Context: an optimization exercise on an open-source flow, tuned for small area. The choices shown serve that exercise and are no tape-out recipe.
Function was checked by simulation only, so behaviour that the tests miss may differ from the original.
No activity file was given, so power comes from the tool's default toggle rates.

--- config.mk ---
export PLATFORM = sky130hd
export DESIGN_NAME = rng_health
export DESIGN_NICKNAME = rng_health
export VERILOG_FILES = /design/flow/design.v
export SDC_FILE = /design/flow/constraint.sdc
export NUM_CORES = 4
export LEC_CHECK = 0
export CAP_MARGIN = 20
export CORE_MARGIN = 2
export CORE_UTILIZATION = 40
export SLEW_MARGIN = 20
--- constraint.sdc ---
create_clock -name core_clock -period 20.0 [get_ports {clk}]
set_input_delay 4.0000 -clock core_clock [delete_from_list [all_inputs] [get_ports {clk}]]
set_output_delay 4.0000 -clock core_clock [all_outputs]
set_load 0.01 [all_outputs]
--- design.v ---
module rng_health (
  input  wire        clk,
  input  wire        rst,         
  input  wire        sample,      
  input  wire [3:0]  bits,        
  input  wire [3:0]  src_en,      
  input  wire        restart,     
  input  wire        tick,        
  output wire [7:0]  state,       
  output wire [7:0]  last_fail,   
  output wire [63:0] fails,       
  output wire [63:0] bias,        
  output wire [63:0] corr         
);
  localparam [1:0] S_DIS = 2'd0, S_TEST = 2'd1, S_OK = 2'd2, S_RET = 2'd3;
  reg [1:0] phase;      
  reg       pend;       
  reg       pend_rst;   
  reg       act;        
  reg       wrst;       
  reg [3:0] lb, le;     
  reg       lrs, ltk;   
  always @(posedge clk) begin
    if (rst) begin
      phase <= 2'd0; pend <= 1'b1; pend_rst <= 1'b1; act <= 1'b0; wrst <= 1'b1;
    end else begin
      phase <= phase + 2'd1;
      if (sample) begin
        pend <= 1'b1;
        lb <= bits; le <= src_en; lrs <= restart; ltk <= tick;
      end
      if (phase == 2'd3) begin
        act <= pend | sample; wrst <= pend_rst;
        pend <= 1'b0; pend_rst <= 1'b0;
      end
    end
  end
  localparam IW = 72;
  localparam OW = 49;
  reg [IW-1:0] i0, i1, i2, i3;
  reg [OW-1:0] o0, o1, o2, o3;
  wire [IW-1:0] i_nx;
  wire [OW-1:0] o_nx;
  always @(posedge clk) begin
    i0 <= i1; i1 <= i2; i2 <= i3; i3 <= i_nx;
    if (act) begin
      o0 <= o1; o1 <= o2; o2 <= o3; o3 <= o_nx;
    end
  end
  wire [3:0]  a1 = i0[71:68];
  wire [3:0]  a2 = i0[67:64];
  wire        pv = i0[63];
  wire [5:0]  run = i0[62:57];
  wire [9:0]  ca = i0[56:47];
  wire [9:0]  cb = i0[46:37];
  wire        fg = i0[36];
  wire [11:0] ec = i0[35:24];
  wire [11:0] eo = i0[23:12];
  wire [11:0] ee = i0[11:0];
  wire [1:0]  st = o0[48:47];
  wire [1:0]  lf = o0[46:45];
  wire [15:0] fl = o0[44:29];
  wire [11:0] bh = o0[28:17];
  wire        bs = o0[16];
  wire [15:0] cr = o0[15:0];
  wire b  = lb[phase];
  wire e  = le[phase];
  wire rs = lrs;
  wire tk = ltk;
  wire       st_dis = (st == S_DIS);
  wire       go     = act && !wrst;                          
  wire       start  = go && e && (rs || st_dis);             
  wire       test   = go && e && !rs && st == S_TEST;
  wire       ok     = go && e && !rs && st == S_OK;
  wire       clr    = act && wrst;                           
  wire       rs_g   = go && rs;
  wire       tk_g   = go && tk;
  wire       off    = go && !e;
  wire [3:0] a1t = (tk_g && a1 != 4'd15) ? a1 + 4'd1 : a1;
  wire [3:0] a2t = (tk_g && a2 != 4'd15) ? a2 + 4'd1 : a2;
  wire       retire = (a2t < 4'd10);
  wire       eqb  = (b == pv);
  wire       keep = !go || (!start && run != 6'd0 && eqb);
  wire [5:0] run_inc = (keep ? run : 6'd0) + {5'd0, go};
  wire       rep  = go && keep && run == 6'd60;
  wire       pos0 = (ca == 10'd0);
  wire [9:0] ca_inc = (start ? 10'd0 : ca) + {9'd0, go};
  wire       cb_clr = start || (ok && pos0);
  wire       cb_bit = ok ? (pos0 || b == fg) : (go && b);
  wire [9:0] cb_inc = (cb_clr ? 10'd0 : cb) + {9'd0, cb_bit};
  wire       su_end = test && ca == 10'd999;
  wire       su_bad = fg | rep;
  wire       su_pass = !su_bad && cb_inc >= 10'd250 && cb_inc <= 10'd750;
  wire       pass = su_end && su_pass;
  wire       f_su  = su_end && !su_pass;
  wire       f_rep = ok && rep;
  wire       f_apt = ok && !rep && cb_inc == 10'd840;
  wire       fail = f_su || f_rep || f_apt;
  wire       hclr = clr || fail;
  wire [5:0] run_n = (hclr || pass) ? 6'd0 : run_inc;
  wire [9:0] ca_n  = (hclr || pass) ? 10'd0 : ca_inc;
  wire [9:0] cb_n  = hclr ? 10'd0 : cb_inc;
  wire       fg_n  = (hclr || start) ? 1'b0 : (ok ? (pos0 ? b : fg) : su_bad);
  wire [3:0] a1_n  = (clr || rs_g) ? 4'd15 : (fail ? 4'd0 : a1t);
  wire [3:0] a2_n  = (clr || rs_g) ? 4'd15 : (fail ? a1t : a2t);
  wire [1:0] st_n = wrst ? S_TEST :
                    !e ? S_DIS :
                    fail ? (retire ? S_RET : S_TEST) :
                    start ? S_TEST :
                    pass ? S_OK : st;
  wire [1:0] lf_n = wrst ? 2'd0 : f_su ? 2'd1 : f_rep ? 2'd2 : f_apt ? 2'd3 : lf;
  wire [15:0] fl_inc = fl + {15'd0, fail && fl != 16'hFFFF};
  wire [15:0] fl_n = wrst ? 16'd0 : fl_inc;
  wire        blk_end = go && e && ec == 12'hFFF;
  wire        est_clr = clr || off || blk_end;
  wire [11:0] ec_inc = ec + {11'd0, go};
  wire [12:0] eo_inc = {1'b0, eo} + {12'd0, go && b};
  wire [11:0] ee_inc = ee + {11'd0, go && eqb && ec != 12'd0};
  wire [11:0] ec_n = (clr || off) ? 12'd0 : ec_inc;
  wire [11:0] eo_n = est_clr ? 12'd0 : eo_inc[11:0];
  wire [11:0] ee_n = est_clr ? 12'd0 : ee_inc;
  wire [11:0] bh_n = wrst ? 12'd0 : blk_end ? (eo_inc[12] ? 12'hFFF : eo_inc[11:0]) : bh;
  wire        bs_n = wrst ? 1'b0 : blk_end ? eo_inc[12] : bs;
  wire        cpos = ee_inc[11];
  wire [3:0]  clo  = {cpos, ee_inc[10:8]} + {3'd0, !cpos && ee_inc[10:0] != 11'd0};
  wire [15:0] cval = {~cpos, ee_inc[10:0], clo};
  wire [15:0] cr_n = wrst ? 16'd0 : blk_end ? cval : cr;
  wire [IW-1:0] i_upd = {a1_n, a2_n, act ? b : pv, run_n, ca_n, cb_n, fg_n, ec_n, eo_n, ee_n};
  wire [OW-1:0] o_upd = {st_n, lf_n, fl_n, bh_n, bs_n, cr_n};
  assign i_nx = i_upd;
  assign o_nx = o_upd;
  assign state     = {o3[48:47], o2[48:47], o1[48:47], o0[48:47]};
  assign last_fail = {o3[46:45], o2[46:45], o1[46:45], o0[46:45]};
  assign fails     = {o3[44:29], o2[44:29], o1[44:29], o0[44:29]};
  assign bias      = {o3[28:17], {4{o3[16]}}, o2[28:17], {4{o2[16]}},
                      o1[28:17], {4{o1[16]}}, o0[28:17], {4{o0[16]}}};
  assign corr      = {o3[15:0], o2[15:0], o1[15:0], o0[15:0]};
endmodule
--- flow/run.sh ---
#!/bin/bash
# The standard layout, with each port buffered by the smallest buffer cell and
# a clock tree of larger sink clusters without dummy loads.
set -euo pipefail
export BUFFER_PORTS_ARGS="-buffer_cell sky130_fd_sc_hd__buf_1"
export CTS_ARGS="-sink_clustering_enable -repair_clock_nets -sink_clustering_size 10 -sink_clustering_max_diameter 40 -buf_list sky130_fd_sc_hd__clkbuf_4 -dont_use_dummy_load"
bash standard.sh > standard.log 2>&1
--- standard.sh ---
#!/bin/bash
# synth_recipe.tcl (not shown) runs the flow's synth.tcl, then flattens the netlist and writes it again
# the make line also repeats each setting of config.mk as NAME=value (left out here)
make -C /OpenROAD-flow-scripts/flow DESIGN_CONFIG=/design/flow/config.mk WORK_HOME=/design/flow/orfs CLKGATE_MAP_FILE= SYNTH_SCRIPT=/design/flow/synth_recipe.tcl "${@:-finish}"
==> flow_summary.ini, run 1 <==
[outcome]
status = no timing/DRC/antenna violations

[clock_network]
clkSinkCount = 500
cts.clk_slew.worst_paths_ns = 0.10
clock_latency_ns = 0.72
htreeDepth = 3
post_cts_buffers = 0
cts_resized = 0
numCtsBuffers = 66
clk_path_buf_depth = 3
cts_tree = built
postCtsHoldBufs = 0
cts_root_buffer = clkbuf_4

[placement]
dpl.hpwl_um = 21100
numPlacedInstances = 1770
place.gp.congestion = 0.819
io_buffers = 220

[logic_synthesis]
ys.flop_type = dfxtp_1
synth-edff-count = 206
avgSynthCellArea_um2 = 14.7
seq_area_frac_synth_pct = 76.9
synth_cells = 1066
ys_warn_count = 1
synthDistinctLibCells = 71
synth_seq_cells = 500
syn_nets = 1098
synth_top_cell_area_share_pct = 39.4
synth_top_area_cell = edfxtp_1
synth.area.top_cells = edfxtp_1 (39%), dfxtp_1 (38%), xor2_1 (2.6%)
synthArstFlopShare_pct = 0
synth_area_um2 = 15700

[die]
core_um2 = 38600
die-area_um2 = 40800
die-height_um = 202
start_util_pct = 40.6
num_rows = 72
io_pins = 221
die_x_um = 202

[sta]
finalSetupViolations = 0
hold_viol_final = 0
tightest_slew_ns = 0.967
fin_crit_ns = 6.19
skew_ns = 0.0787
grt_setup_unrepaired = false
tns_ns = 0
max_slew_margin_pct = 35.5
final-max-slew-violation-count = 0
period_share_pct = 30.9
fmax_ghz = 0.162

[route]
vias = 8846
ant_nets = 0
totalWireLength_um = 31300
drt-pass1-iter-count = 7
drc = 0
wl_per_cell_um = 17.0
via_per_inst = 4.81
drt_iter0_drc = 474

[setup_path]
crit_fanout = 64
end_kind = flop
crit_type = reg2reg
startpoint_type = flop
crit_required_ns = 20.42
critPathArrivalTime_ns = 6.61

[power]
ir_drop_uv = 47.0
p_total_uw = 1660
leakage_uw = 0.00616
powerDensity_nw_per_um2 = 94.7

[cells_and_area]
stdcell_count = 1839
syn2layout_area_growth_pct = 11.5
nets = 1352
drive_above_1_share_pct = 7.74

[grt]
grt_max_degree = 77
antenna_found_initial = 2
grt_overflow = 0
grt_pass1_vias = 8762
grt_first_pass_wirelength_um = 47900
grt_usage_pct = 15.2

[hold_path]
hold_path.class = reg2reg

[flow_run]
drv_cap = 0
## path summary, 6_finish.rpt
check                             from     end  slack (ns)  cells after the start
worst max-delay path               act  o3[43]       13.81                     22
worst min register to register  i2[69]  i1[69]        0.27                      0
worst max register to register     act  o3[43]       13.81                     22
worst min-delay path            i2[69]  i1[69]        0.27                      0
## cells in the final DEF, fill, tap and decap left out, drive strengths merged, types with 2 or more instances in the layout
cell type,n
a21bo,2
o31ai,3
inv,18
dfxtp,294
and3,15
nor3b,10
o21bai,2
nor4,11
a21oi,21
nand3,41
nand2,51
xor2,46
o31a,2
mux2i,6
nand2b,6
buf,226
and4,5
diode,3
a211oi,26
xnor2,21
and2,7
a211o,2
mux2,4
edfxtp,206
nand3b,4
or3,6
or2,3
o311ai,2
o21ai,15
and3b,2
nor2,100
a31oi,3
nor2b,13
nand4,20
nor3,19
ha,19
nor4b,2
clkbuf,66
## kinds of logic after synthesis
kind of cell | count (synthesis) | share of synthesized area (%)
AOI/OAI and AO/OA | 94 | 4.56
xor gates and xnor gates | 67 | 3.79
adders and majority gates | 19 | 1.52
buffers and inverters | 58 | 1.88
DFF | 500 | 76.9
muxes | 11 | 0.813
and+or+nand+nor | 317 | 10.5
## report_power, final
part	total [uW]	switching [uW]	internal, uW
Clock	450	297	152
Combinational	69.8	44.4	25.4
Sequential	1140	26.1	1110
Total	1660	368	1290
## cell type report
class / count / area [um2]
Fill cell: 3555 / 21100
Clock buffer: 66 / 495
Inverter: 18 / 67.6
Timing Repair Buffer: 226 / 871
Antenna cell: 3 / 7.51
Multi-Input combinational cell: 508 / 3330
Sequential cell: 500 / 12100
Tap cell: 518 / 648
## sequential cells by signal, summed over array words and instances (netlist names), 2 cells and up
signal and flops:
i0 72, i1 72, i2 72, i3 72
lb 4, le 4, o0 49, o1 49
o2 49, o3 49, phase 2
## worst max-delay path, cell delays in order (launching register included)
cell       delay [ns]
dfxtp_4          0.91
nor3b_2          0.40
a2bb2oi_4        0.15
or3_1            0.42
nor3_1           0.15
a21oi_1          0.06
nor2_1           0.10
a211oi_1         0.06
ha_1             0.27
ha_1             0.26
and4_1           0.27
a211oi_1         0.27
nor3b_1          0.14
o41ai_1          0.62
a221oi_2         0.22
nor3_2           0.44
nor2_1           0.10
ha_1             0.24
ha_1             0.25
and2_1           0.20
nand4_1          0.11
xor2_1           0.16
nor2_1           0.06
## per-stage QoR
step	util, %	setup WS (ns)	area, um2	hold slack, ns
after floorplan	-	10.41	15700	0.310
after global placement	44.0	13.98	17000	0.309
after detailed placement	44.0	13.62	17000	0.312
after CTS	45.2	13.54	17500	0.270
after global routing	45.3	13.43	17500	0.280
final	45.3	13.81	17500	0.273
## synth_stat cells, types with 15 or more instances
master      n
dfxtp_1   294
edfxtp_1  206
nor2_1    100
nand2_1    51
xor2_1     46
nand3_1    40
a211oi_1   24
a21oi_1    21
xnor2_1    20
clkbuf_1   19
ha_1       19
nand4_1    19
inv_1      18
and3_1     15
## routing by layer
layer / part of all wire, % / vias up / GRT usage (%)
met5: 0 / - / 0
met4: 2.6 / 0 / 5.62
met3: 6.2 / 72 / 4.45
met2: 46 / 257 / 24.1
met1: 45 / 4244 / 19.9
li1: - / 4273 / -
==> inputs of run 2 (changes only) <==
==> flow/run.sh (replaced) <==
#!/bin/bash
# The standard layout, with each port buffered by the smallest buffer cell and
# a clock tree of larger sink clusters without dummy loads.
set -euo pipefail
export BUFFER_PORTS_ARGS="-buffer_cell sky130_fd_sc_hd__buf_1"
export CTS_ARGS="-sink_clustering_enable -repair_clock_nets -sink_clustering_size 22 -sink_clustering_max_diameter 60 -buf_list sky130_fd_sc_hd__clkbuf_8 -dont_use_dummy_load"
bash standard.sh > standard.log 2>&1
==> run 2 against run 1 <==
Against the previous run:
- final area fell by 0.20%
- largest cell class unchanged
- global-route usage shrank 0.37 points
- clock power decreased by 3%
- largest power group unchanged
- critical endpoint unchanged
- core utilization fell by 0.091 points
- sequential power about the same
- fmax grew 0.19%
- worst setup slack better by 0.011 ns
- worst hold slack barely moved
- sequential share of layout area is 0.14 points higher
- clock skew fell by 0.013 ns
- sequential cell count unchanged
==> flow_summary.ini, run 2 <==
[sta]
finalSetupViolations = 0
period_share_pct = 30.9
tightest_slew_ns = 0.956
tns_ns = 0
fmax_ghz = 0.162
fin_crit_ns = 6.18
grt_setup_unrepaired = false
final-max-slew-violation-count = 0
skew_ns = 0.0660
hold_viol_final = 0
max_slew_margin_pct = 36.3

[setup_path]
crit_fanout = 64
crit_required_ns = 20.28
critPathArrivalTime_ns = 6.46
crit_type = reg2reg
end_kind = flop
startpoint_type = flop

[outcome]
status = no timing/DRC/antenna violations

[logic_synthesis]
synth_top_cell_area_share_pct = 39.4
synthArstFlopShare_pct = 0
ys.flop_type = dfxtp_1
synth_top_area_cell = edfxtp_1
synthDistinctLibCells = 71
ys_warn_count = 1
synth_area_um2 = 15700
synth_seq_cells = 500
seq_area_frac_synth_pct = 76.9
synth_cells = 1066
avgSynthCellArea_um2 = 14.7
yosys-top-cells-count = dfxtp_1 (294), edfxtp_1 (206), nor2_1 (100)
synth_most_common_cell = dfxtp_1
synth-edff-count = 206
synth.area.top_cells = edfxtp_1 (39%), dfxtp_1 (38%), xor2_1 (2.6%)
syn_nets = 1098

[cells_and_area]
drive_above_1_share_pct = 5.44
antennaDiodeCount = 0
syn2layout_area_growth_pct = 11.3
nets = 1320
layout.cells.most_common = dfxtp_1
final_cell_mix = dfxtp_1 (292), buf_1 (220), edfxtp_1 (206)

[power]
powerDensity_nw_per_um2 = 94.2
p_total_uw = 1640
ir_drop_uv = 55.0
leakage_uw = 0.00610

[placement]
io_buffers = 220
dpl.hpwl_um = 21100
place.gp.congestion = 0.819

[clock_network]
clkSinkCount = 500
cts.clk_slew.worst_paths_ns = 0.11
cts_resized = 0
numCtsBuffers = 34
clk_path_buf_depth = 3
postCtsHoldBufs = 0
htreeDepth = 2
clock_latency_ns = 0.56
cts_root_buffer = clkbuf_8
post_cts_buffers = 0
cts_tree = built

[grt]
grt_overflow = 0
grt_pass1_vias = 8503
grt_first_pass_wirelength_um = 47200
grt_usage_pct = 14.9
antenna_found_initial = 0
grt_max_degree = 77

[flow_run]
drv_cap = 0

[die]
die_x_um = 202
start_util_pct = 40.6
die-area_um2 = 40800
die-height_um = 202
core_um2 = 38600
io_pins = 221
num_rows = 72

[route]
wl_per_cell_um = 17.1
drc = 0
drt_iter0_drc = 481
vias = 8643
via_per_inst = 4.79
ant_nets = 0
totalWireLength_um = 30900
drt-pass1-iter-count = 7

[hold_path]
hold_path.class = reg2reg
-- run 2: logic make-up (layout without fill, tap and decap cells) --
| group | count (synthesis) | after routing | synth area share [%] |
|---|---|---|---|
| flops | 500 | 500 | 76.9 |
| simple gates | 317 | 317 | 10.5 |
| compound gates | 94 | 94 | 4.56 |
| xor+xnor | 67 | 67 | 3.79 |
| buf+inv | 58 | 278 | 1.88 |
| fa+ha+maj | 19 | 19 | 1.52 |
| mux | 11 | 11 | 0.813 |
-- run 2: power by group --
group	total [uW]	internal [uW]	switching, uW	leakage, uW
sequential	1140	1110	26.1	0.00427
clock	438	154	284	0.000244
combinational	69.6	25.4	44.1	0.00159
total	1640	1290	354	0.00610
-- run 2: per-stage QoR --
stage | utilization [%] | instances | setup WS [ns] | area [um2] | hold WS [ns]
after floorplan | - | 1066 | 10.41 | 15700 | 0.310
after global placement | 44.0 | 1770 | 13.98 | 17000 | 0.309
after detailed placement | 44.0 | 1770 | 13.62 | 17000 | 0.312
after CTS | 45.2 | 1804 | 13.60 | 17500 | 0.273
after global routing | 45.2 | 1804 | 13.39 | 17500 | 0.271
final | 45.2 | 1804 | 13.82 | 17500 | 0.273
-- run 2: metal layers --
metal	global-route usage (%)	vias to the layer above	wire, um
met5	0	-	0
li1	-	4173	-
met4	4.15	0	631
met3	3.61	46	1710
met2	24.0	209	14400
met1	20.0	4215	14100
-- run 2: critical path: stages, from the launching register on --
cell and delay, ns:
dfxtp_4 0.90, nor3b_2 0.40, a2bb2oi_4 0.15, or3_1 0.42, nor3_1 0.15, a21oi_1 0.06, nor2_1 0.10, a211oi_1 0.06
ha_1 0.27, ha_1 0.26, and4_1 0.26, a211oi_1 0.27, nor3b_1 0.14, o41ai_1 0.66, a221oi_2 0.23, nor3_2 0.45
nor2_1 0.10, ha_1 0.24, ha_1 0.25, and2_1 0.20, nand4_1 0.11, xor2_1 0.16, nor2_1 0.06
-- run 2: final timing paths --
kind	slack [ns]	endpoint	cells after the start	startpoint
setup / recovery	13.82	o3[43]	22	act
hold / removal	0.27	i2[50]	0	i3[50]
setup reg to reg	13.82	o3[43]	22	act
hold reg to reg	0.27	i2[50]	0	i3[50]
-- run 2: layout make-up --
cell class | count | area [um2]
clock buffers | 34 | 468
flip-flops and latches | 500 | 12100
multi-input cells | 508 | 3330
fillers | 3539 | 21200
repair buffers | 226 | 871
inverters | 18 | 67.6
well taps | 518 | 648
==> inputs of run 3 (changes only) <==
==> flow/run.sh (replaced) <==
#!/bin/bash
# The standard layout, with each port buffered by the smallest buffer cell and
# a clock tree of larger sink clusters without dummy loads.
set -euo pipefail
export BUFFER_PORTS_ARGS="-buffer_cell sky130_fd_sc_hd__buf_1"
export CTS_ARGS="-sink_clustering_enable -repair_clock_nets -sink_clustering_size 16 -sink_clustering_max_diameter 60 -buf_list sky130_fd_sc_hd__clkbuf_8 -dont_use_dummy_load"
bash standard.sh > standard.log 2>&1
==> run 3 against run 2 <==
Against the previous run:
- critical path depth did not move
- synthesized area did not move
- clock skew decreased by 0.0012 ns
- worst hold slack better by 0.019 ns
- final cell count increased by 0.28%
- final area rose by 0.39%
- power is 1.6% higher
- die area did not move
- global-route usage barely moved
- critical endpoint unchanged
==> flow_summary.ini, run 3 <==
[placement]
io_buffers = 220
dpl.hpwl_um = 21100
place.gp.congestion = 0.819

[power]
switching_share_pct = 21.5
ir_drop_uv = 54.6
p_sw_uw = 359
p_seq_share_pct = 68.1
comb_power_share_pct = 4.2
powerDensity_nw_per_um2 = 95.2
p_int_uw = 1310
p_total_uw = 1670
p_clk_share_pct = 27.8
leakage_uw = 0.00614

[route]
totalWireLength_um = 30900
highest_layer = met4
drt_iter0_drc = 478
wl_met3_um = 1670
wl_met2_um = 14400
wl_per_cell_um = 17.1
drc = 0
drt-pass1-iter-count = 5
ant_nets = 0
met1Wirelength_um = 14100
via_per_inst = 4.80
vias = 8675

[clock_network]
cts_tree = built
cts.clk_slew.worst_paths_ns = 0.10
cts_resized = 0
clock_latency_ns = 0.58
numCtsBuffers = 39
cts_root_buffer = clkbuf_8
postCtsHoldBufs = 0
clk_path_buf_depth = 3
post_cts_buffers = 0
clkSinkCount = 500
htreeDepth = 2

[cells_and_area]
nets = 1325
layout.cells.most_common = dfxtp_1
antennaDiodeCount = 0
drive_above_1_share_pct = 5.81
final_util_pct = 45.4
final_cell_mix = dfxtp_1 (292), buf_1 (220), edfxtp_1 (206)
syn2layout_area_growth_pct = 11.8

[logic_synthesis]
synth_cells = 1066
synth-edff-count = 206
yosys-top-cells-count = dfxtp_1 (294), edfxtp_1 (206), nor2_1 (100)
synthArstFlopShare_pct = 0
synthDistinctLibCells = 71
avgSynthCellArea_um2 = 14.7
ys_warn_count = 1
synth.area.top_cells = edfxtp_1 (39%), dfxtp_1 (38%), xor2_1 (2.6%)
synth_top_cell_area_share_pct = 39.4
synth_seq_cells = 500
synth_area_um2 = 15700
ys.flop_type = dfxtp_1
synth_most_common_cell = dfxtp_1
synth_top_area_cell = edfxtp_1
seq_area_frac_synth_pct = 76.9
syn_nets = 1098

[sta]
fmax_ghz = 0.162
skew_ns = 0.0647
fin_crit_ns = 6.18
holdWs_ns = 0.291
hold_viol_final = 0
finalSetupViolations = 0
period_share_pct = 30.9
tns_ns = 0
max_slew_margin_pct = 36.5
tightest_slew_ns = 0.953
final-max-slew-violation-count = 0
grt_setup_unrepaired = false

[grt]
grt_usage_pct = 14.9
antenna_found_initial = 0
grt_max_degree = 77
grt_first_pass_wirelength_um = 47300
grt_pass1_vias = 8558
grt_overflow = 0

[setup_path]
crit_fanout = 64
end_kind = flop
crit_required_ns = 20.29
startpoint_type = flop
crit_type = reg2reg
critPathArrivalTime_ns = 6.46

[outcome]
status = no timing/DRC/antenna violations

[hold_path]
hold_path.class = reg2reg

[die]
die-height_um = 202
die_x_um = 202
io_pins = 221
num_rows = 72
die-area_um2 = 40800
start_util_pct = 40.6
core_um2 = 38600

[flow_run]
drv_cap = 0
run 3: cells by family (layout without fill, tap and decap cells):
| kind of cell | Yosys count | in the layout | synth area share (%) |
|---|---|---|---|
| buffers and inverters | 58 | 283 | 1.88 |
| AOI/OAI and AO/OA | 94 | 94 | 4.56 |
| DFF | 500 | 500 | 76.9 |
| xor gates and xnor gates | 67 | 67 | 3.79 |
| adders and majority gates | 19 | 19 | 1.52 |
| and+or+nand+nor | 317 | 317 | 10.5 |
| muxes | 11 | 11 | 0.813 |
run 3: power groups by stage:
stage          sequential (uW)  clock, uW  combinational (uW)
2_1_floorplan             1160          0                40.1
3_3_place_gp              1160          0                70.2
3_5_place_dp              1160          0                70.5
4_1_cts                   1140        488                70.8
5_1_grt                   1140        523                77.8
6_report                  1140        464                69.6
run 3: routing by layer:
layer	GRT usage, %	vias up
li1	-	4183
met1	19.9	4218
met2	24.0	217
met3	3.60	57
met4	4.36	0
met5	0	-
run 3: worst paths after layout:
kind	start	endpoint	slack (ns)	cells past startpoint
worst max-delay path	act	o3[43]	13.82	22
worst min-delay path	i3[50]	i2[50]	0.29	0
worst max register to register	act	o3[43]	13.82	22
worst min register to register	i3[50]	i2[50]	0.29	0
run 3: worst max-delay path: stages (launching register included):
cell and delay (ns):
dfxtp_4 0.91, nor3b_2 0.40, a2bb2oi_4 0.15, or3_1 0.41
nor3_1 0.15, a21oi_1 0.06, nor2_1 0.10, a211oi_1 0.06
ha_1 0.27, ha_1 0.27, and4_1 0.27, a211oi_1 0.27
nor3b_1 0.14, o41ai_1 0.66, a221oi_2 0.23, nor3_2 0.44
nor2_1 0.10, ha_1 0.24, ha_1 0.25, and2_1 0.20
nand4_1 0.11, xor2_1 0.15, nor2_1 0.06
run 3: cell type report:
| class | count | area [um2] |
|---|---|---|
| fillers | 3536 | 21100 |
| inverters | 18 | 67.6 |
| clock buffers | 39 | 537 |
| flip-flops and latches | 500 | 12100 |
| repair buffers | 226 | 871 |
| well taps | 518 | 648 |
| multi-input cells | 508 | 3330 |
run 3: through the flow:
step	cell area, um2	worst slack, ns	instances
global route	17500	13.47	1809
detailed placement	17000	13.62	1770
floorplan	15700	10.41	1066
finish	17500	13.82	1809
global placement	17000	13.98	1770
CTS	17500	13.60	1809
==> inputs of run 4 (changes only) <==
--- a/design.v
+++ b/design.v
@@ -38,3 +38,3 @@
   localparam IW = 72;
-  localparam OW = 49;
+  localparam OW = 20;
   reg [IW-1:0] i0, i1, i2, i3;
@@ -59,8 +59,5 @@
   wire [11:0] ee = i0[11:0];
-  wire [1:0]  st = o0[48:47];
-  wire [1:0]  lf = o0[46:45];
-  wire [15:0] fl = o0[44:29];
-  wire [11:0] bh = o0[28:17];
-  wire        bs = o0[16];
-  wire [15:0] cr = o0[15:0];
+  wire [1:0]  st = o0[19:18];
+  wire [1:0]  lf = o0[17:16];
+  wire [15:0] fl = o0[15:0];
   wire b  = lb[phase];
@@ -121,4 +118,4 @@
   wire [11:0] ee_n = est_clr ? 12'd0 : ee_inc;
-  wire [11:0] bh_n = wrst ? 12'd0 : blk_end ? (eo_inc[12] ? 12'hFFF : eo_inc[11:0]) : bh;
-  wire        bs_n = wrst ? 1'b0 : blk_end ? eo_inc[12] : bs;
+  wire [11:0] bh_n = wrst ? 12'd0 : (eo_inc[12] ? 12'hFFF : eo_inc[11:0]);
+  wire        bs_n = !wrst && eo_inc[12];
   wire        cpos = ee_inc[11];
@@ -126,13 +123,25 @@
   wire [15:0] cval = {~cpos, ee_inc[10:0], clo};
-  wire [15:0] cr_n = wrst ? 16'd0 : blk_end ? cval : cr;
+  wire [15:0] cr_n = wrst ? 16'd0 : cval;
+  wire        est_ld = clr || blk_end;    
   wire [IW-1:0] i_upd = {a1_n, a2_n, act ? b : pv, run_n, ca_n, cb_n, fg_n, ec_n, eo_n, ee_n};
-  wire [OW-1:0] o_upd = {st_n, lf_n, fl_n, bh_n, bs_n, cr_n};
+  wire [OW-1:0] o_upd = {st_n, lf_n, fl_n};
   assign i_nx = i_upd;
   assign o_nx = o_upd;
-  assign state     = {o3[48:47], o2[48:47], o1[48:47], o0[48:47]};
-  assign last_fail = {o3[46:45], o2[46:45], o1[46:45], o0[46:45]};
-  assign fails     = {o3[44:29], o2[44:29], o1[44:29], o0[44:29]};
-  assign bias      = {o3[28:17], {4{o3[16]}}, o2[28:17], {4{o2[16]}},
-                      o1[28:17], {4{o1[16]}}, o0[28:17], {4{o0[16]}}};
-  assign corr      = {o3[15:0], o2[15:0], o1[15:0], o0[15:0]};
+  genvar s;
+  generate
+    for (s = 0; s < 4; s = s + 1) begin : g_est
+      reg [11:0] bh_r;
+      reg        bs_r;
+      reg [15:0] cr_r;
+      always @(posedge clk)
+        if (est_ld && phase == s) begin
+          bh_r <= bh_n; bs_r <= bs_n; cr_r <= cr_n;
+        end
+      assign bias[16*s +: 16] = {bh_r, {4{bs_r}}};
+      assign corr[16*s +: 16] = cr_r;
+    end
+  endgenerate
+  assign state     = {o3[19:18], o2[19:18], o1[19:18], o0[19:18]};
+  assign last_fail = {o3[17:16], o2[17:16], o1[17:16], o0[17:16]};
+  assign fails     = {o3[15:0], o2[15:0], o1[15:0], o0[15:0]};
 endmodule
==> flow/run.sh (replaced) <==
#!/bin/bash
# The standard layout, with each port buffered by the smallest buffer cell and
# a clock tree of larger sink clusters without dummy loads.
set -euo pipefail
export BUFFER_PORTS_ARGS="-buffer_cell sky130_fd_sc_hd__buf_1"
export CTS_ARGS="-sink_clustering_enable -repair_clock_nets -sink_clustering_size 10 -sink_clustering_max_diameter 40 -buf_list sky130_fd_sc_hd__clkbuf_4 -dont_use_dummy_load"
bash standard.sh > standard.log 2>&1
==> run 4 against run 3 <==
Against the previous run:
- still clean on timing, DRC and antenna
- final cell count rose by 1.0%
- synthesized area fell by 1.1%
- fmax rose by 12%
- sequential cell count did not move
- combinational power fell by about 20%
- count of clock-buffer cells in the layout rose by 29
- highest routed layer unchanged
==> flow_summary.ini, run 4 <==
[placement]
place_ws_ns = 14.29
place.gp.congestion = 0.817
numPlacedInstances = 1755
place_area_um2 = 16900
io_buffers = 220
dpl.hpwl_um = 19600

[setup_path]
crit_fanout = 11
end_kind = flop
critPathMostFrequentCell = ha_1
crit_chain = nor3b_1 > nor2b_1 > o21ai_0 > nand2_1 > ha_1 > ha_1 > nand3_2 > nor2_1 > xnor2_1 > o41a_1 > a211o_1 > a31o_2 > a21oi_1 > ha_1 > ha_1 > nand2_1 > nor2_1 > nand3_1 > xor2_1 > nor2_1
crit_required_ns = 20.37
critPathArrivalTime_ns = 5.87
ff2ff_path_depth = 20
crit_type = reg2reg
startpoint_type = flop
rrSetupSlack_ns = 14.50
crit_slowest_cell = nor3b_1
r2r_end = o3[12]
slowest_delay_ns = 0.49
r2r-start = lrs

[logic_synthesis]
synthArstFlopShare_pct = 0
synth_top_area_cell = edfxtp_1
synth_area_um2 = 15500
synth_cells = 1048
synth_seq_cells = 500
synth_top_cell_area_share_pct = 39.9
ys.flop_type = dfxtp_1
synthDistinctLibCells = 60
synth-edff-count = 206
ys_warn_count = 1
syn_nets = 1083
synth.area.top_cells = edfxtp_1 (40%), dfxtp_1 (38%), xor2_1 (2.3%)
synth_most_common_cell = dfxtp_1
yosys-top-cells-count = dfxtp_1 (294), edfxtp_1 (206), nor2_1 (91)
seq_area_frac_synth_pct = 77.8
avgSynthCellArea_um2 = 14.8

[hold_path]
min_to = i1[16]
min_path_cells = 0
min_from = i2[16]
hold_path.class = reg2reg

[die]
die-height_um = 201
io_pins = 221
start_util_pct = 40.3
die_x_um = 201
num_rows = 72
core_um2 = 38500
die-area_um2 = 40400

[power]
p_clk_share_pct = 27.6
comb_power_share_pct = 3.4
ir_drop_uv = 28.7
p_int_uw = 1280
p_seq_share_pct = 69.0
switching_share_pct = 21.4
p_sw_uw = 348
leakage_uw = 0.00628
powerDensity_nw_per_um2 = 93.5

[cells_and_area]
final_cell_mix = dfxtp_1 (292), buf_1 (220), edfxtp_1 (206)
nets = 1342
layout.cells.most_common = dfxtp_1
drive_above_1_share_pct = 7.05
stdcell_count = 1827
syn2layout_area_growth_pct = 12.0
final_cell_area_um2 = 17400

[sta]
fmax_ghz = 0.182
fin_crit_ns = 5.50
finalSetupViolations = 0
grt_setup_unrepaired = false
period_share_pct = 27.5
tightest_slew_ns = 0.833
max_slew_margin_pct = 44.3
hold_viol_final = 0
worst_slack_ns = 14.50
skew_ns = 0.106
tns_ns = 0
final-max-slew-violation-count = 0

[clock_network]
htreeDepth = 3
cts_resized = 0
clock_latency_ns = 0.72
postCtsHoldBufs = 0
post_cts_buffers = 0
numCtsBuffers = 68
cts_tree = built
clkSinkCount = 500
cts_root_buffer = clkbuf_4
cts.clk_slew.worst_paths_ns = 0.10
clk_path_buf_depth = 3

[grt]
busiest_layer = met2
grt_usage_pct = 14.2
grtUsageMet2_pct = 21.8
grt_overflow = 0
grt_use_met1_pct = 19.1
grt_pass1_vias = 8356
antenna_found_initial = 2
grt_first_pass_wirelength_um = 45500
grtUsageMet3_pct = 4.04
grt_max_degree = 66

[route]
wl_per_cell_um = 15.8
ant_nets = 0
drt_iter0_drc = 461
totalWireLength_um = 28800
via_per_inst = 4.66
drt-pass1-iter-count = 4
drc = 0
vias = 8507

[outcome]
status = no timing/DRC/antenna violations

[flow_run]
drv_cap = 0
==> run 4: worst max-delay path, delay by kind of cell, from the launching register on <==
family          cells  cell delay, ns
compound gates      5            1.31
flops               1            0.47
fa+ha+maj           4            1.24
xor+xnor            2            0.32
simple gates        9            1.83
==> run 4: cell families after synthesis <==
group,share of synthesized area (%)
flip-flops,77.8
AND/OR/NAND/NOR,10.3
AO/OA/AOI/OAI,3.08
XOR/XNOR,3.95
buffers and inverters,1.88
multiplexers,1.25
adder cells (fa/ha/maj),1.77
==> run 4: layout make-up <==
class	count	area (um2)
Sequential cell	500	12100
Antenna cell	4	10.0
Fill cell	3491	21100
Tap cell	518	648
Inverter	22	82.6
Multi-Input combinational cell	489	3170
Clock buffer	68	510
Timing Repair Buffer	226	891
==> run 4: metrics by stage <==
stage / hold WS, ns / power, uW / utilization, %
6_report: 0.265 / 1630 / 45.2
5_1_grt: 0.256 / 1710 / 45.2
4_1_cts: 0.265 / 1650 / 45.2
3_5_place_dp: 0.312 / 1200 / 43.8
3_3_place_gp: 0.309 / 1200 / 43.8
2_1_floorplan: 0.310 / 1180 / -
==> run 4: power groups by stage <==
| stage | Combinational (uW) | Clock (uW) | Sequential (uW) |
|---|---|---|---|
| finish | 55.6 | 448 | 1120 |
| global placement | 55.3 | 0 | 1150 |
| floorplan | 36.7 | 0 | 1140 |
| global route | 62.1 | 515 | 1130 |
| detailed placement | 56.2 | 0 | 1150 |
| CTS | 56.6 | 474 | 1120 |
==> run 4: how the worst max path moves through the flow <==
stage | end | from | cells after the start
final | o3[12] | lrs | 20
after floorplan | o3[12] | act | 22
after global placement | o3[12] | wrst | 20
after global routing | o3[12] | lrs | 20
after detailed placement | o3[12] | wrst | 20
after CTS | o3[12] | wrst | 20
==> run 4: per-layer routing <==
metal | wire, um | share of wire (%)
met2 | 13100 | 46
met1 | 13200 | 46
met4 | 578 | 2.0
met5 | 0 | 0
met3 | 1850 | 6.4
==> inputs of run 5 (changes only) <==
--- a/design.v
+++ b/design.v
@@ -17,3 +17,2 @@
   reg       pend;       
-  reg       pend_rst;   
   reg       act;        
@@ -24,3 +23,3 @@
     if (rst) begin
-      phase <= 2'd0; pend <= 1'b1; pend_rst <= 1'b1; act <= 1'b0; wrst <= 1'b1;
+      phase <= 2'd0; pend <= 1'b1; act <= 1'b0; wrst <= 1'b1;
     end else begin
@@ -32,4 +31,5 @@
       if (phase == 2'd3) begin
-        act <= pend | sample; wrst <= pend_rst;
-        pend <= 1'b0; pend_rst <= 1'b0;
+        act <= pend | sample;
+        pend <= 1'b0;
+        if (act) wrst <= 1'b0;    
       end
@@ -134,9 +134,11 @@
       reg        bs_r;
-      reg [15:0] cr_r;
+      reg [11:0] ch_r;    
+      reg        cv_r;    
       always @(posedge clk)
         if (est_ld && phase == s) begin
-          bh_r <= bh_n; bs_r <= bs_n; cr_r <= cr_n;
+          bh_r <= bh_n; bs_r <= bs_n; ch_r <= cr_n[15:4]; cv_r <= !wrst;
         end
+      wire [3:0] c_lo = {~ch_r[11], ch_r[10:8]} + {3'd0, ch_r[11] && ch_r[10:0] != 11'd0};
       assign bias[16*s +: 16] = {bh_r, {4{bs_r}}};
-      assign corr[16*s +: 16] = cr_r;
+      assign corr[16*s +: 16] = {ch_r, cv_r ? c_lo : 4'd0};
     end
--- a/config.mk
+++ b/config.mk
@@ -9,3 +9,3 @@
 export CORE_MARGIN = 2
-export CORE_UTILIZATION = 40
+export CORE_UTILIZATION = 65
 export SLEW_MARGIN = 20
==> run 5 against run 4 <==
Against the previous run:
- synthesized cell count is 3.1% higher
- routed wire length is 4.1% lower
- core utilization is 27 points higher
- power is 5.5% lower
- sequential share of layout area is 0.35 points lower
- highest routed layer unchanged
==> flow_summary.ini, run 5 <==
[placement]
place.gp.congestion = 0.934
dpl.hpwl_um = 19200
io_buffers = 220

[sta]
period_share_pct = 31.8
tns_ns = 0
tightest_slew_ns = 1.05
skew_ns = 0.0569
hold_viol_final = 0
final-max-slew-violation-count = 0
finalSetupViolations = 0
fin_crit_ns = 6.36
fmax_ghz = 0.157
grt_setup_unrepaired = false
holdWs_ns = 0.288
max_slew_margin_pct = 29.7

[grt]
grt_usage_pct = 22.1
antenna_found_initial = 2
grt_overflow = 0
grt_pass1_vias = 8281
grt_first_pass_wirelength_um = 42600
grt_max_degree = 90

[power]
powerDensity_nw_per_um2 = 90.9
switching_share_pct = 20.9
ir_drop_uv = 61.8
p_clk_share_pct = 26.3
p_total_uw = 1540
p_seq_share_pct = 70.3
comb_power_share_pct = 3.4
p_sw_uw = 322
leakage_uw = 0.00628
p_int_uw = 1220

[clock_network]
clkSinkCount = 487
postCtsHoldBufs = 0
htreeDepth = 2
cts_tree = built
cts_resized = 0
post_cts_buffers = 0
cts.clk_slew.worst_paths_ns = 0.09
numCtsBuffers = 57
clock_latency_ns = 0.71
cts_root_buffer = clkbuf_4
clk_path_buf_depth = 3

[logic_synthesis]
synth_top_area_cell = dfxtp_1
synth.area.top_cells = dfxtp_1 (38%), edfxtp_1 (38%), xor2_1 (2.7%)
ys.flop_type = dfxtp_1
synth_top_cell_area_share_pct = 38.1
yosys-top-cells-count = dfxtp_1 (293), edfxtp_1 (194), nor2_1 (107)
synth_area_um2 = 15400
synth_most_common_cell = dfxtp_1
synth_cells = 1081
ys_warn_count = 1
synth_seq_cells = 487
syn_nets = 1123
synthDistinctLibCells = 60
synth-edff-count = 194
synthArstFlopShare_pct = 0
avgSynthCellArea_um2 = 14.3
seq_area_frac_synth_pct = 75.9

[route]
drc = 0
vias = 8711
drt_iter0_drc = 474
totalWireLength_um = 27600
wl_per_cell_um = 16.8
ant_nets = 0
drt-pass1-iter-count = 5
via_per_inst = 5.30

[die]
die-area_um2 = 25000
die_x_um = 158
die-height_um = 158
io_pins = 221
core_um2 = 23400
num_rows = 56
start_util_pct = 65.8

[outcome]
status = no timing/DRC/antenna violations

[hold_path]
hold_path.class = reg2reg

[flow_run]
drv_cap = 0

[cells_and_area]
final_cell_mix = dfxtp_1 (291), buf_1 (220), edfxtp_1 (194)
n_fill_cell = 1666
layout.cells.most_common = dfxtp_1
syn2layout_area_growth_pct = 9.82
final_util_pct = 72.3
nets = 1366
drive_above_1_share_pct = 6.96

[setup_path]
crit_slowest_cell = edfxtp_1
critPathMostFrequentCell = ha_1
crit_type = reg2out
critPathArrivalTime_ns = 2.36
slowest_delay_ns = 0.41
startpoint_type = flop
crit_required_ns = 16.00
crit_fanout = 2
crit_chain = nor4_1 > a31oi_1 > ha_1 > ha_1 > xor2_1 > and2_1 > buf_1
end_kind = primary output
==> run 5: cell types whose count changed in the layout (fill, tap and decap cells not counted), sizes merged, moves of 5 or more <==
cell / change
a31oi: +6
ha: +7
edfxtp: -12
nand3: +10
xor2: +7
nand4: -9
and3: +9
nor4: +10
and2: +7
nand2: -5
clkbuf: -11
nor2: +15
==> run 5: cell type report <==
type	count	area (um2)	share of cell area [%]
repair buffers	229	913	5.40
well taps	319	399	2.36
inverters	19	71.3	0.421
multi-input cells	530	3410	20.1
flip-flops and latches	487	11700	69.1
clock buffers	57	428	2.53
diodes	2	5.00	0.0296
==> run 5: power groups by stage <==
stage          clock, uW  combinational, uW  sequential (uW)
6_report             405               51.6             1080
5_1_grt              456               57.8             1090
4_1_cts              420               49.0             1080
3_5_place_dp           0               48.5             1110
3_3_place_gp           0               47.7             1100
2_1_floorplan          0               31.4             1100
==> run 5: path summary, 6_finish.rpt <==
path | startpoint | to | slack (ns) | depth (start not counted)
min reg2reg | i3[56] | i2[56] | 0.29 | 0
min | i3[56] | i2[56] | 0.29 | 0
max reg2reg | wrst | o3[8] | 14.03 | 22
max | g_est[0].ch_r[1] | corr[2] | 13.64 | 7
==> run 5: worst max-delay path, delay by kind of cell (launching register included) <==
family | cells | cell delay, ns
simple gates | 2 | 0.49
buf+inv | 1 | 0.12
flops | 1 | 0.41
fa+ha+maj | 2 | 0.41
compound gates | 1 | 0.13
xor+xnor | 1 | 0.15
==> run 5: metal layers <==
| layer | wire length, um | track usage [%] |
|---|---|---|
| met5 | 0 | 0 |
| met4 | 794 | 8.24 |
| met3 | 1720 | 3.94 |
| met2 | 12900 | 35.7 |
| met1 | 12200 | 30.2 |
==> run 5: cell families after synthesis <==
family | after synthesis | share of synthesized area, %
AOI/OAI and AO/OA | 69 | 2.87
xor gates and xnor gates | 74 | 4.25
adders and majority gates | 29 | 2.35
buffers and inverters | 64 | 2.07
DFF | 487 | 75.9
muxes | 15 | 1.26
and+or+nand+nor | 343 | 11.3
==> run 5: stage by stage <==
| stage | instances | instance area, um2 | setup WS (ns) |
|---|---|---|---|
| floorplan | 1081 | 15400 | 13.51 |
| global placement | 1583 | 16500 | 14.28 |
| detailed placement | 1583 | 16500 | 14.09 |
| CTS | 1640 | 16900 | 13.56 |
| global route | 1643 | 16900 | 13.39 |
| finish | 1643 | 16900 | 13.64 |
==> inputs of run 6 (changes only) <==
--- a/config.mk
+++ b/config.mk
@@ -9,3 +9,3 @@
 export CORE_MARGIN = 2
-export CORE_UTILIZATION = 65
+export CORE_UTILIZATION = 90
 export SLEW_MARGIN = 20
==> run 6 against run 5 <==
Against the previous run:
- synthesized cell count unchanged
- synthesized area did not move
- the flow now stops in 3_5_place_dp
==> flow_summary.ini, run 6 <==
[logic_synthesis]
synth_top_area_cell = dfxtp_1
avgSynthCellArea_um2 = 14.3
yosys-top-cells-count = dfxtp_1 (293), edfxtp_1 (194), nor2_1 (107)
syn_nets = 1123
synth_top_cell_area_share_pct = 38.1
synth_cells = 1081
synth_most_common_cell = dfxtp_1
ys.flop_type = dfxtp_1
synth_area_um2 = 15400
seq_area_frac_synth_pct = 75.9
synthArstFlopShare_pct = 0
synth_seq_cells = 487
synthDistinctLibCells = 60
synth-edff-count = 194
ys_warn_count = 1
synth.area.top_cells = dfxtp_1 (38%), edfxtp_1 (38%), xor2_1 (2.7%)

[die]
die_x_um = 135
start_util_pct = 92.6
die-height_um = 135
io_pins = 221
num_rows = 47

[outcome]
status = stopped before the end
lastStage = 3_5_place_dp
error_line = [ERROR DPL-0033] detailed placement checks failed during check placement.

[placement]
io_buffers = 220
place.gp.congestion = 0.929
dpl.hpwl_um = 35100
[run 6: power by group through the flow]
stage             logic (uW)  clock network (uW)  registers [uW]
global placement        49.5                   0            1100
floorplan               31.4                   0            1100
[run 6: metrics by stage]
step	cell area (um2)	setup WS (ns)	total power, uW
2_1_floorplan	15400	13.51	1130
3_3_place_gp	16300	14.22	1150
[run 6: cells by family after synthesis]
family,after synthesis,synth area share (%)
xor gates and xnor gates,74,4.25
and+or+nand+nor,343,11.3
buffers and inverters,64,2.07
adders and majority gates,29,2.35
DFF,487,75.9
AOI/OAI and AO/OA,69,2.87
muxes,15,1.26
[run 6: worst max path at each step]
| stage | startpoint | endpoint | cells past startpoint |
|---|---|---|---|
| 2_1_floorplan | act | o3[8] | 25 |
| 3_3_place_gp | wrst | o3[8] | 22 |
==> inputs of run 7 (changes only) <==
--- a/config.mk
+++ b/config.mk
@@ -9,3 +9,3 @@
 export CORE_MARGIN = 2
-export CORE_UTILIZATION = 90
+export CORE_UTILIZATION = 40
 export SLEW_MARGIN = 20
==> run 7 against run 6 <==
Against the previous run:
- now clean on timing, DRC and antenna
- synthesized area stayed put
- synthesized cell count stayed put
==> flow_summary.ini, run 7 <==
[sta]
tns_ns = 0
fmax_ghz = 0.155
grt_setup_unrepaired = false
max_slew_margin_pct = 40.2
finalSetupViolations = 0
worst_slack_ns = 13.56
final-max-slew-violation-count = 0
fin_crit_ns = 6.44
period_share_pct = 32.2
tightest_slew_ns = 0.898
hold_viol_final = 0
skew_ns = 0.0853

[die]
start_util_pct = 40.7
io_pins = 221
die-area_um2 = 40100
num_rows = 71
die-height_um = 200
core_um2 = 37800
die_x_um = 200

[setup_path]
rrSetupSlack_ns = 14.34
cp_top_family = simple AND/OR/NAND/NOR gates
startpoint_type = flop
ff2ff_path_depth = 23
r2r-start = phase[1]
crit_slowest_cell = nor4_1
end_kind = primary output
crit_buf_inv = 1
crit_fanout = 2
crit_end = corr[18]
crit_type = reg2out
crit_start = g_est[1].ch_r[1]
critPathMostFrequentCell = ha_1
crit_required_ns = 16.00
critPathArrivalTime_ns = 2.44
r2r_end = o3[14]
crit_chain = nor4_1 > a31oi_1 > ha_1 > ha_1 > xor2_1 > and2_1 > buf_1
slowest_delay_ns = 0.43
cp.depth = 7

[hold_path]
hold_path.class = reg2reg

[grt]
grt_max_degree = 83
grt_pass1_vias = 8401
grt_first_pass_wirelength_um = 47100
grt_overflow = 0
grt_usage_pct = 14.9
antenna_found_initial = 1

[route]
vias = 8651
drt_iter0_drc = 621
ant_nets = 0
drc = 0
drt-pass1-iter-count = 5
totalWireLength_um = 30100
via_per_inst = 4.69
wl_per_cell_um = 16.3

[clock_network]
cts_tree = built
numCtsBuffers = 66
post_cts_buffers = 0
clk_path_buf_depth = 3
cts_root_buffer = clkbuf_4
postCtsHoldBufs = 0
clock_latency_ns = 0.70
cts.clk_slew.worst_paths_ns = 0.10
htreeDepth = 3
cts_resized = 0
clkSinkCount = 487

[logic_synthesis]
synth_seq_cells = 487
synth_top_cell_area_share_pct = 38.1
synthDistinctLibCells = 60
syn_nets = 1123
yosys-top-cells-count = dfxtp_1 (293), edfxtp_1 (194), nor2_1 (107)
synthArstFlopShare_pct = 0
ys_warn_count = 1
seq_area_frac_synth_pct = 75.9
synth_area_um2 = 15400
ys.flop_type = dfxtp_1
synth_cells = 1081
synth.area.top_cells = dfxtp_1 (38%), edfxtp_1 (38%), xor2_1 (2.7%)
avgSynthCellArea_um2 = 14.3
synth_top_area_cell = dfxtp_1
synth_most_common_cell = dfxtp_1
synth-edff-count = 194

[cells_and_area]
stdcell_count = 1844
nets = 1375
n_fill_cell = 3474
syn2layout_area_growth_pct = 11.8
final_cell_mix = dfxtp_1 (291), buf_1 (220), edfxtp_1 (194)
drive_above_1_share_pct = 7.66
layout.cells.most_common = dfxtp_1
final_cell_area_um2 = 17200

[power]
p_total_uw = 1570
ir_drop_uv = 51.0
p_int_uw = 1240
switching_share_pct = 21.4
leakage_uw = 0.00632
p_sw_uw = 336
p_seq_share_pct = 68.6
powerDensity_nw_per_um2 = 91.4
p_clk_share_pct = 28.1
comb_power_share_pct = 3.3

[outcome]
status = no timing/DRC/antenna violations

[placement]
place_area_um2 = 16700
place_ws_ns = 14.22
numPlacedInstances = 1775
dpl.hpwl_um = 21000
place.gp.congestion = 0.841
io_buffers = 220

[flow_run]
drv_cap = 0
## run 7: cell counts after synthesis
No cell type changed its count.
## run 7: routing by layer
metal  share of wire, %  global-route usage, %
met5                  0                      0
met4                2.0                   5.21
met3                5.3                   3.38
met2                 46                   23.8
met1                 47                   20.0
## run 7: worst min-delay path by stage
| stage | from | to | slack [ns] | cells past startpoint |
|---|---|---|---|---|
| after floorplan | i1[0] | i0[0] | 0.31 | 0 |
| after global routing | i3[65] | i2[65] | 0.26 | 0 |
| final | i3[65] | i2[65] | 0.27 | 0 |
| after global placement | i3[26] | i2[26] | 0.31 | 0 |
| after CTS | i3[44] | i2[44] | 0.28 | 0 |
| after detailed placement | i1[45] | i0[45] | 0.31 | 0 |
## run 7: through the flow
| step | util (%) | hold slack (ns) |
|---|---|---|
| global placement | 44.1 | 0.310 |
| global route | 45.5 | 0.263 |
| CTS | 45.4 | 0.275 |
| detailed placement | 44.1 | 0.312 |
| floorplan | - | 0.310 |
| finish | 45.5 | 0.274 |
## run 7: cells by family (layout without fill, tap and decap cells)
kind of cell               Yosys count  in the layout  share of synthesized area, %
AOI/OAI and AO/OA                   69             69                          2.87
xor gates and xnor gates            74             74                          4.25
adders and majority gates           29             29                          2.35
buffers and inverters               64            314                          2.07
DFF                                487            487                          75.9
muxes                               15             15                          1.26
other                                0              2                             0
and+or+nand+nor                    343            343                          11.3
## run 7: final cells by class
class	instances	area, um2	share of cell area [%]
Antenna cell	2	5.00	0.0290
Clock buffer	66	495	2.88
Multi-Input combinational cell	530	3410	19.8
Tap cell	511	639	3.71
Timing Repair Buffer	229	913	5.30
Sequential cell	487	11700	67.9
Inverter	19	71.3	0.414
## run 7: power by group through the flow
| stage | sequential (uW) | clock (uW) | combinational, uW |
|---|---|---|---|
| global placement | 1100 | 0 | 52.1 |
| global route | 1080 | 504 | 59.2 |
| finish | 1080 | 442 | 52.7 |
| floorplan | 1100 | 0 | 31.4 |
| detailed placement | 1100 | 0 | 52.5 |
| CTS | 1080 | 466 | 52.9 |
==> inputs of run 8 (changes only) <==
--- a/config.mk
+++ b/config.mk
@@ -9,3 +9,3 @@
 export CORE_MARGIN = 2
-export CORE_UTILIZATION = 40
+export CORE_UTILIZATION = 80
 export SLEW_MARGIN = 20
==> run 8 against run 7 <==
Against the previous run:
- still clean on timing, DRC and antenna
- final area decreased by 2.5%
- first-iteration DRC count rose by 37%
- global-route usage up 18 points
- sequential cell count is the same
- sequential power about the same
- highest routed layer unchanged
- critical path type unchanged
- final cell count down 14%
- register-to-register slack got worse by 0.66 ns
- largest cell class unchanged
- count of clock-buffer cells in the layout is 11 lower
- fmax down 1.4%
- critical path depth did not move
- worst hold slack improved by 0.019 ns
- clock skew fell by 0.023 ns
==> flow_summary.ini, run 8 <==
[logic_synthesis]
synth-edff-count = 194
synthDistinctLibCells = 60
synth_top_cell_area_share_pct = 38.1
synth_area_um2 = 15400
synth.area.top_cells = dfxtp_1 (38%), edfxtp_1 (38%), xor2_1 (2.7%)
synth_most_common_cell = dfxtp_1
synthArstFlopShare_pct = 0
synth_top_area_cell = dfxtp_1
synth_seq_cells = 487
avgSynthCellArea_um2 = 14.3
ys.flop_type = dfxtp_1
synth_cells = 1081
ys_warn_count = 1
seq_area_frac_synth_pct = 75.9
syn_nets = 1123
yosys-top-cells-count = dfxtp_1 (293), edfxtp_1 (194), nor2_1 (107)

[grt]
grt_max_degree = 65
grt_usage_pct = 32.9
grt_first_pass_wirelength_um = 50700
grt_overflow = 0
busiest_layer = met2
grt_pass1_vias = 9478
grtUsageMet3_pct = 6.17
grtUsageMet2_pct = 58.8
antenna_found_initial = 1
grt_use_met1_pct = 40.3

[setup_path]
critPathArrivalTime_ns = 2.53
crit_slowest_cell = edfxtp_1
crit_required_ns = 16.00
critPathMostFrequentCell = ha_1
crit_type = reg2out
crit_fanout = 2
startpoint_type = flop
end_kind = primary output
slowest_delay_ns = 0.42
crit_chain = nor4_1 > a31oi_1 > ha_1 > ha_1 > xor2_1 > and2_1 > buf_1

[route]
totalWireLength_um = 33600
drc = 0
wl_per_cell_um = 21.3
via_per_inst = 5.97
drt-pass1-iter-count = 7
vias = 9429
drt_iter0_drc = 851
ant_nets = 0

[die]
core_um2 = 18800
num_rows = 50
die_x_um = 143
io_pins = 221
start_util_pct = 81.8
die-height_um = 143
die-area_um2 = 20400

[clock_network]
cts_tree = built
clock_latency_ns = 0.70
numCtsBuffers = 55
post_cts_buffers = 0
cts_resized = 0
cts.clk_slew.worst_paths_ns = 0.11
postCtsHoldBufs = 0
clkSinkCount = 487
clk_path_buf_depth = 3
cts_root_buffer = clkbuf_4
htreeDepth = 2

[sta]
max_slew_margin_pct = 29.5
fin_crit_ns = 6.53
skew_ns = 0.0620
worst_slack_ns = 13.47
fmax_ghz = 0.153
finalSetupViolations = 0
hold_viol_final = 0
grt_setup_unrepaired = false
tns_ns = 0
tightest_slew_ns = 1.05
period_share_pct = 32.7
final-max-slew-violation-count = 0

[cells_and_area]
layout.cells.most_common = dfxtp_1
final_cell_area_um2 = 16800
syn2layout_area_growth_pct = 9.05
nets = 1363
n_fill_cell = 740
final_cell_mix = dfxtp_1 (291), buf_1 (220), edfxtp_1 (194)
drive_above_1_share_pct = 6.75

[placement]
io_buffers = 220
place_ws_ns = 13.82
place.gp.congestion = 0.988
dpl.hpwl_um = 22400
place_area_um2 = 16400

[power]
ir_drop_uv = 83.9
leakage_uw = 0.00626
powerDensity_nw_per_um2 = 91.8

[outcome]
status = no timing/DRC/antenna violations

[hold_path]
hold_path.class = reg2reg

[flow_run]
drv_cap = 0
run 8: changes by cell type in the layout (fill, tap and decap cells not counted):
cell	before	now
nor2b_2	5	4
clkbuf_4	66	55
buf_16	1	0
diode_2	2	1
nor2b_1	13	14
run 8: routing by layer:
layer | wire [um] | share of wire [%]
met1 | 12600 | 37
met4 | 941 | 2.8
met3 | 2650 | 7.9
met2 | 17500 | 52
met5 | 0 | 0
run 8: layout make-up:
| class | count | area (um2) | area share [%] |
|---|---|---|---|
| Sequential cell | 487 | 11700 | 69.6 |
| Clock buffer | 55 | 413 | 2.46 |
| Timing Repair Buffer | 228 | 886 | 5.27 |
| Antenna cell | 1 | 2.50 | 0.0149 |
| Tap cell | 260 | 325 | 1.94 |
| Inverter | 19 | 71.3 | 0.424 |
| Multi-Input combinational cell | 530 | 3410 | 20.3 |
run 8: kinds of logic (layout without fill, tap and decap cells):
family | Yosys count | in the layout | synth area share (%)
mux | 15 | 15 | 1.26
compound gates | 69 | 69 | 2.87
fa+ha+maj | 29 | 29 | 2.35
other cells | 0 | 1 | 0
buf+inv | 64 | 302 | 2.07
xor+xnor | 74 | 74 | 4.25
flops | 487 | 487 | 75.9
simple gates | 343 | 343 | 11.3
run 8: final timing paths:
path	from	end	slack, ns	cells past startpoint
hold / removal	i1[38]	i0[38]	0.29	0
setup reg to reg	wrst	o3[8]	13.68	22
hold reg to reg	i1[38]	i0[38]	0.29	0
setup / recovery	g_est[0].ch_r[0]	corr[2]	13.47	7
run 8: power by group:
group | switching (uW) | total, uW | internal (uW)
combinational | 32.7 | 53.7 | 21.1
clock | 277 | 404 | 127
sequential | 20.7 | 1080 | 1060
total | 331 | 1540 | 1210
run 8: metrics by stage:
stage | std cells | total power, uW | hold slack, ns | util [%]
finish | 1580 | 1540 | 0.293 | 89.2
global route | 1580 | 1590 | 0.296 | 89.2
CTS | 1579 | 1550 | 0.287 | 89.2
detailed placement | 1524 | 1160 | 0.312 | 87.0
global placement | 1524 | 1150 | 0.310 | 87.0
floorplan | 1081 | 1130 | 0.310 | -
run 8: critical path, delay by kind of cell, from the launching register on:
| family | cells | cell delay [ns] |
|---|---|---|
| and+or+nand+nor | 2 | 0.56 |
| buffers and inverters | 1 | 0.12 |
| adders and majority gates | 2 | 0.42 |
| DFF | 1 | 0.42 |
| xor gates and xnor gates | 1 | 0.15 |
| AOI/OAI and AO/OA | 1 | 0.16 |
==> inputs of run 9 (changes only) <==
==> flow/run.sh (replaced) <==
#!/bin/bash
# The standard layout, with each port buffered by the smallest buffer cell and
# a clock tree of larger sink clusters without dummy loads.
set -euo pipefail
export BUFFER_PORTS_ARGS="-buffer_cell sky130_fd_sc_hd__buf_1"
export CTS_ARGS="-sink_clustering_enable -repair_clock_nets -sink_clustering_size 20 -sink_clustering_max_diameter 40 -buf_list sky130_fd_sc_hd__clkbuf_8 -dont_use_dummy_load"
bash standard.sh > standard.log 2>&1
==> run 9 against run 8 <==
Against the previous run:
- synthesized area is the same
- still clean on timing, DRC and antenna
- combinational power grew 2%
- non-clock buffer count is the same
- core utilization grew 0.67 points
- sequential cell count is the same
- sequential share of layout area shrank 0.52 points
- first-iteration DRC count grew 33%
- fmax shrank 0.43%
- sequential power is essentially flat
- critical path depth grew 15
- count of clock-buffer cells in the layout shrank 16
==> flow_summary.ini, run 9 <==
[outcome]
status = no timing/DRC/antenna violations

[clock_network]
htreeDepth = 2
postCtsHoldBufs = 0
cts_tree = built
cts_root_buffer = clkbuf_8
clkSinkCount = 487
cts_resized = 0
cts.clk_slew.worst_paths_ns = 0.11
numCtsBuffers = 39
clk_path_buf_depth = 3
post_cts_buffers = 0
clock_latency_ns = 0.57

[logic_synthesis]
synth-edff-count = 194
synth_area_um2 = 15400
ys_warn_count = 1
synth_most_common_cell = dfxtp_1
synth_compound_area_share_pct = 2.87
synth_top_cell_area_share_pct = 38.1
synth_top_family_by_area = simple AND/OR/NAND/NOR gates
synth_top_area_cell = dfxtp_1
synth_seq_cells = 487
syn_nets = 1123
avgSynthCellArea_um2 = 14.3
seq_area_frac_synth_pct = 75.9
synth_xor_area_share_pct = 4.25
ys.flop_type = dfxtp_1
synth_cells = 1081
synth_mux_area_share_pct = 1.26
synthDistinctLibCells = 60
synth.area.top_cells = dfxtp_1 (38%), edfxtp_1 (38%), xor2_1 (2.7%)
yosys.area_share.simple_pct = 11.3
synthArstFlopShare_pct = 0
synth-adder-area-share_pct = 2.35
yosys-top-cells-count = dfxtp_1 (293), edfxtp_1 (194), nor2_1 (107)

[placement]
dpl.hpwl_um = 22400
numPlacedInstances = 1524
io_buffers = 220
place.gp.congestion = 0.988

[sta]
max_slew_margin_pct = 32.0
holdWs_ns = 0.278
tightest_slew_ns = 1.02
grt_setup_unrepaired = false
finalSetupViolations = 0
hold_viol_final = 0
skew_ns = 0.0647
tns_ns = 0
final-max-slew-violation-count = 0
fmax_ghz = 0.152
period_share_pct = 32.8
fin_crit_ns = 6.56

[route]
ant_nets = 0
drc = 0
vias = 9575
via_per_inst = 6.12
wl_per_cell_um = 22.2
totalWireLength_um = 34700
drt-pass1-iter-count = 6
drt_iter0_drc = 1129

[grt]
grt_overflow = 0
grt_usage_pct = 34.0
antenna_found_initial = 1
grt_max_degree = 65
grt_first_pass_wirelength_um = 51900
grt_pass1_vias = 9365

[setup_path]
crit_start = wrst
rrSetupSlack_ns = 13.44
crit_fanout = 50
startpoint_type = flop
end_kind = flop
crit_end = o3[12]
crit_type = reg2reg
critPathArrivalTime_ns = 6.78
crit_required_ns = 20.22
r2r_end = o3[12]
r2r-start = wrst
ff2ff_path_depth = 22

[die]
die-area_um2 = 20400
start_util_pct = 81.8
die-height_um = 143
num_rows = 50
core_um2 = 18800
die_x_um = 143
io_pins = 221

[flow_run]
drv_cap = 0

[power]
p_int_uw = 1260
switching_share_pct = 21.0
p_total_uw = 1600
leakage_uw = 0.00629
ir_drop_uv = 96.1
p_seq_share_pct = 68.0
p_sw_uw = 334
powerDensity_nw_per_um2 = 94.2
p_clk_share_pct = 28.5
comb_power_share_pct = 3.4

[cells_and_area]
stdcell_count = 1565
drive_above_1_share_pct = 5.60
syn2layout_area_growth_pct = 9.87
multiInputGateArea_um2 = 3410
final_cell_mix = dfxtp_1 (291), buf_1 (220), edfxtp_1 (194)
nets = 1347
n_fill_cell = 685
seqCellArea_um2 = 11700
layout.cells.most_common = dfxtp_1

[hold_path]
hold_path.class = reg2reg
## run 9: cell counts after synthesis
Identical to the previous run, type by type.
## run 9: area by class of cell
cell class | count | area share, %
Sequential cell | 487 | 69.1
Multi-Input combinational cell | 530 | 20.1
Timing Repair Buffer | 228 | 5.23
Clock buffer | 39 | 3.17
Tap cell | 260 | 1.92
Inverter | 19 | 0.421
Antenna cell | 2 | 0.0296
## run 9: worst min-delay path by stage
| stage | start | endpoint | slack (ns) | depth (start not counted) |
|---|---|---|---|---|
| 3_5_place_dp | i1[9] | i0[9] | 0.31 | 0 |
| 3_3_place_gp | i1[57] | i0[57] | 0.31 | 0 |
| 2_1_floorplan | i1[0] | i0[0] | 0.31 | 0 |
| 6_report | i1[56] | i0[56] | 0.28 | 0 |
| 4_1_cts | i1[56] | i0[56] | 0.28 | 0 |
| 5_1_grt | i1[52] | i0[52] | 0.27 | 0 |
## run 9: cell families (layout without fill, tap and decap cells)
family / after synthesis / in the layout
flops: 487 / 487
simple gates: 343 / 343
xor+xnor: 74 / 74
compound gates: 69 / 69
buf+inv: 64 / 286
fa+ha+maj: 29 / 29
mux: 15 / 15
other cells: 0 / 2
## run 9: per-layer routing
metal,share of wire [%],track usage [%],vias up
li1,-,-,4184
met1,36,42.8,4575
met2,51,59.8,683
met3,9.7,5.60,133
met4,3.7,12.9,0
met5,0,0,-
## run 9: critical path, stage by stage, from the launching register on
cell and delay [ns]:
dfxtp_2 1.02, nand3b_1 0.22, a2bb2oi_1 0.73, nand2b_1 0.36
mux2_2 0.21, nand2_1 0.04, o21ai_0 0.09, ha_1 0.24
ha_1 0.35, nand3_1 0.29, nor3_1 0.37, a41o_1 0.23
nor4_1 0.06, a21oi_1 0.20, o21ai_0 0.19, a31oi_1 0.27
ha_1 0.26, ha_1 0.23, inv_1 0.07, nor2_1 0.36
nand2_1 0.15, xor2_1 0.17, nor2_1 0.09
## run 9: power groups by stage
stage	clock network (uW)	registers, uW	logic (uW)
floorplan	0	1100	31.4
global placement	0	1100	49.4
detailed placement	0	1110	51.9
CTS	456	1080	54.6
global route	486	1090	58.9
finish	455	1080	54.9
## run 9: through the flow
stage / setup slack, ns / utilization (%) / instance area (um2)
after detailed placement: 13.82 / 87.0 / 16400
after global placement: 14.20 / 87.0 / 16400
after floorplan: 13.51 / - / 15400
after CTS: 13.57 / 89.9 / 16900
after global routing: 13.10 / 89.9 / 16900
final: 13.44 / 89.9 / 16900

==> static timing again, ports no longer ideal <==
The flow's constraints put no driver on any port. The routed layouts listed below were extracted and timed again, unchanged, in two steps.
Step 1, drivers: a clkbuf_16 drives clk and a buf_2 each remaining input, both assumed.
Step 2 moves the port delays by t, midway between the first and last clock arrival at a register: inputs arrive t later, outputs are due t later. That takes back most of the time a late clock gives input paths.
Three values: ideal, step 1, step 2; two values: the first two.
run	shift t [ns]	setup WS [ns]	worst register clock-pin slew, ns	pins driven straight from the clock port
run 1	0.734	13.811 / 13.811 / 13.811	0.11 / 0.11	1
run 2	0.586	13.822 / 13.822 / 13.822	0.12 / 0.12	1
run 3	0.595	13.823 / 13.823 / 13.823	0.10 / 0.10	1
run 4	0.711	14.502 / 14.502 / 14.502	0.10 / 0.10	1
run 5	0.722	13.636 / 13.592 / 14.034	0.11 / 0.11	1
run 7	0.706	13.563 / 13.517 / 14.223	0.11 / 0.11	1
run 8	0.704	13.469 / 13.429 / 13.676	0.11 / 0.11	1
run 9	0.584	13.441 / 13.441 / 13.441	0.12 / 0.12	1
After both steps setup and hold are still met in every run listed.
